This design comes from an exercise in tuning for small area, a short achievable clock period and few clock cycles per item on the open sky130 flow, not from production work.
Only simulation tests tie the RTL to the original design; equivalence was not proved.

==> inputs of violet <==
==> flow/design.v (excerpt) <==
module rs_kernel (
    input  wire        clk,
    input  wire        rst,         
    input  wire        in_valid,
    output wire        in_ready,
    input  wire [31:0] in_x,        
    input  wire [17:0] in_ca,       
    input  wire [17:0] in_cb,       
    input  wire [3:0]  in_q,        
    input  wire        in_last,     
    input  wire        in_mode,     
    input  wire [15:0] in_lam,      
    output wire        out_valid,
    input  wire        out_ready,
    output reg  [31:0] out_val,
    output reg  [3:0]  out_q,
    output reg         out_sat
);
clock: 14.0 ns
lec_check: 0
abc_clock_period_in_ps: 3500
cap_margin: 20
core_margin: 2
core_utilization: 40
setup_slack_margin: 5
slew_margin: 20
run.sh (not shown) runs the stock make flow with config.mk's settings and CLKGATE_MAP_FILE= SYNTH_SCRIPT=/design/flow/synth_recipe.tcl, a recipe that flattens the netlist after the stock synthesis.
==> garnet (differences from violet) <==
--- a/flow/design.v
+++ b/flow/design.v
@@ -65,15 +65,20 @@
     reg  [31:0] x0;
     reg  [26:0] da0, db0;       
     reg  [3:0]  q0;
     reg         v0, l0, m0, f0;
     reg  [15:0] lam_r;
     reg  [49:0] acc_a, acc_b;   
-    reg         ovf_a, ovf_b;   
-    wire [49:0] val_a = ovf_a ? {{3{acc_a[49]}}, {47{~acc_a[49]}}} : acc_a;
-    wire [49:0] val_b = ovf_b ? {{3{acc_b[49]}}, {47{~acc_b[49]}}} : acc_b;
+    wire op_a = ~acc_a[49] & (acc_a[48] | acc_a[47]);
+    wire on_a =  acc_a[49] & ~(acc_a[48] & acc_a[47]);
+    wire op_b = ~acc_b[49] & (acc_b[48] | acc_b[47]);
+    wire on_b =  acc_b[49] & ~(acc_b[48] & acc_b[47]);
+    wire ovf_a = op_a | on_a;
+    wire ovf_b = op_b | on_b;
+    wire [49:0] val_a = {(acc_a[49:47] & ~{3{op_a}}) | {3{on_a}}, (acc_a[46:0] | {47{op_a}}) & ~{47{on_a}}};
+    wire [49:0] val_b = {(acc_b[49:47] & ~{3{op_b}}) | {3{on_b}}, (acc_b[46:0] | {47{op_b}}) & ~{47{on_b}}};
     wire [48:0] diff  = val_b[48:0] - val_a[48:0];
     wire [17:0] ya = fload ? {1'b0, lam_r, 1'b0} : tap_hs ? in_ca : 18'd0;
     wire [17:0] yb = fload ? {1'b0, diff[16:0]}  : tap_hs ? in_cb : 18'd0;
     always @(posedge clk) begin
         x0  <= fload ? diff[48:17] : in_x;
         da0 <= benc(ya);
@@ -89,69 +94,80 @@
     wire [49:0] sa_w, ca_w, sb_w, cb_w;
     rs_bmul mul_a (.one(da0[8:0]), .two(da0[17:9]), .neg(da0[26:18]), .x(x0),  .s(sa_w), .c(ca_w));
     rs_bmul mul_b (.one(db0[8:0]), .two(db0[17:9]), .neg(db0[26:18]), .x(xb0), .s(sb_w), .c(cb_w));
     reg  [49:0] sa1, ca1, sb1, cb1;
     reg  [3:0]  q1;
     reg         v1, l1, m1, f1, first1;
+    reg         zb1;             
     reg         nj0;             
     always @(posedge clk) begin
         sa1 <= sa_w; ca1 <= ca_w; sb1 <= sb_w; cb1 <= cb_w;
         q1 <= q0; l1 <= l0; m1 <= m0;
         v1 <= v0 & ~rst;
         f1 <= f0 & ~rst;
         first1 <= v0 & nj0;
+        zb1    <= (v0 & nj0) | (f0 & ~rst);
         if (rst)     nj0 <= 1'b1;
         else if (v0) nj0 <= l0;
     end
-    reg        hit_a, hit_b;
+    reg        hit_a, hit_b;     
+    reg        vd, fd;           
     reg [1:0]  vr;
     reg        tst, prd, mode;
     reg        rp;               
-    wire [49:0] ina  = first1 ? 50'd0 : val_a;
-    wire [49:0] inb  = (first1 | f1) ? 50'd0 : val_b;
-    wire [49:0] suma = ina + sa1 + ca1;
-    wire [49:0] sumb = inb + sb1 + cb1;
-    wire novf_a = ~((suma[49] == suma[48]) & (suma[48] == suma[47]));
-    wire novf_b = ~((sumb[49] == sumb[48]) & (sumb[48] == sumb[47]));
+    wire [49:0] ina  = val_a & ~{50{first1}};
+    wire [49:0] inb  = val_b & ~{50{zb1}};
+    wire [49:0] ta   = ina ^ sa1 ^ ca1;
+    wire [49:0] ka   = (ina & sa1) | (ina & ca1) | (sa1 & ca1);
+    wire [49:0] tb   = inb ^ sb1 ^ cb1;
+    wire [49:0] kb   = (inb & sb1) | (inb & cb1) | (sb1 & cb1);
+    wire [49:0] suma = ta + {ka[48:0], 1'b0};
+    wire [49:0] sumb = tb + {kb[48:0], 1'b0};
+    wire hit_a_job = (hit_a & ~fd) | (vd & ovf_a);
+    wire hit_b_job = (hit_b & ~fd) | (vd & ovf_b);
     wire [1:0] qr = vrank(q1[1:0]);
     wire       wr;               
     always @(posedge clk) begin
         acc_a <= suma;
         acc_b <= sumb;
-        ovf_a <= novf_a;
-        ovf_b <= novf_b;
+        vd    <= v1 & ~rst;
+        fd    <= first1;
+        if (vd) begin
+            hit_a <= hit_a_job;
+            hit_b <= hit_b_job;
+        end
         if (v1) begin
-            hit_a <= (hit_a & ~first1) | novf_a;
-            hit_b <= (hit_b & ~first1) | novf_b;
             vr    <= first1 ? qr : vmax(vr, qr);
             tst   <= (tst & ~first1) | q1[2];
             prd   <= (prd & ~first1) | q1[3];
             if (l1) mode <= m1;
         end
         if (rst) rp <= 1'b0;
         else     rp <= (rp & ~wr) | (v1 & l1 & m1) | f1;
     end
     wire        rup16 = ~mode & acc_b[15] & ((|acc_b[14:0]) | acc_b[16]);
     wire [16:0] e_hi  = mode ? 17'd0 : acc_b[32:16];
-    wire [17:0] lo    = {1'b0, acc_a[16:0]} + {1'b0, e_hi} + {17'd0, rup16};
+    wire [18:0] lox   = {1'b0, acc_a[16:0], 1'b1} + {1'b0, e_hi, rup16};
+    wire [17:0] lo    = lox[18:1];
     wire        c17   = lo[17];
     wire        s17   = acc_a[17] ^ c17;
     wire        rnd   = lo[16] & ((|lo[15:0]) | s17);
     wire [32:0] a0    = acc_a[49:17];
     wire [32:0] a1    = a0 + 33'd1;
     wire [32:0] a2    = a0 + 33'd2;
     wire [32:0] shi   = c17 ? a1 : a0;
     wire        ovf_s = ~((shi[32] == shi[31]) & (shi[31] == shi[30]));
     wire [32:0] qv    = (c17 & rnd) ? a2 : (c17 | rnd) ? a1 : a0;
     wire [31:0] orr   = ovf_s ? {shi[32], 1'b1, 30'd0} : qv[31:0];
-    wire        fin_hit = hit_a | (~mode & (hit_b | ovf_s));
+    wire        fin_hit = hit_a_job | (~mode & (hit_b_job | ovf_s));
     wire [1:0]  fin_vr  = fin_hit ? vmax(vr, 2'd1) : vr;
+    wire        zero    = ~mode & (vr == 2'd2);
     assign wr = rp & ~ov;
     always @(posedge clk) begin
         if (wr) begin
-            out_val <= (~mode && fin_vr == 2'd2) ? 32'd0 : orr;
+            out_val <= zero ? 32'd0 : orr;
             out_q   <= {prd, tst, venc(fin_vr)};
             out_sat <= fin_hit;
         end
         if (rst) begin
             rdy <= 1'b1;
             ov  <= 1'b0;
==> flow/config.mk (replaced) <==
export PLATFORM = sky130hd
export DESIGN_NAME = rs_kernel
export DESIGN_NICKNAME = rs_kernel
export VERILOG_FILES = /design/flow/design.v
export SDC_FILE = /design/flow/constraint.sdc
export NUM_CORES = 4
export LEC_CHECK = 0
export ABC_AREA = 1
export CAP_MARGIN = 20
export CORE_MARGIN = 2
export CORE_UTILIZATION = 40
export CTS_CLUSTER_DIAMETER = 120
export CTS_CLUSTER_SIZE = 20
export SETUP_SLACK_MARGIN = 5
export SLEW_MARGIN = 20
==> summary of the runs <==
garnet ran to the end with no violations. violet ran to the end with no violations.
Between violet and garnet, the lower global-route usage is in violet (gap 2.2 points).
In garnet the cell area is larger than in violet, by about 1.8%.
Register-to-register slack: garnet is higher than violet (0.52 ns).
Testbench counts of violet, summed over its fixed seeds: cycles 63,342, items 2,400.
Testbench counts of garnet, summed over its fixed seeds: cycles 63,342, items 2,400.

==> what the ideal ports hide <==
How much do the figures lean on ideal ports? The routed layouts below were timed once more, with nothing changed but the port constraints. Step 1, drivers: a clkbuf_16 drives clk and a buf_2 each remaining input, both assumed. Step 2 adds t to the input delays and takes it off the output delays; t is the mean of the earliest and latest rising clock arrival at the registers after step 1. Input paths then give back, and output paths get back, about the clock's delay inside the block. Slacks: ideal / step 1 / step 2; pairs: ideal / step 1.
run | shift t [ns] | setup WS [ns] | worst setup path at the end | slew at the worst register clock pin (ns) | cell pins on the clock port's net
violet | 0.730 | 8.270 / 8.270 / 8.270 | register to register | 0.08 / 0.08 | 1
garnet | 0.722 | 8.785 / 8.785 / 8.785 | register to register | 0.10 / 0.10 | 1
After both steps setup and hold are still met in every run listed.
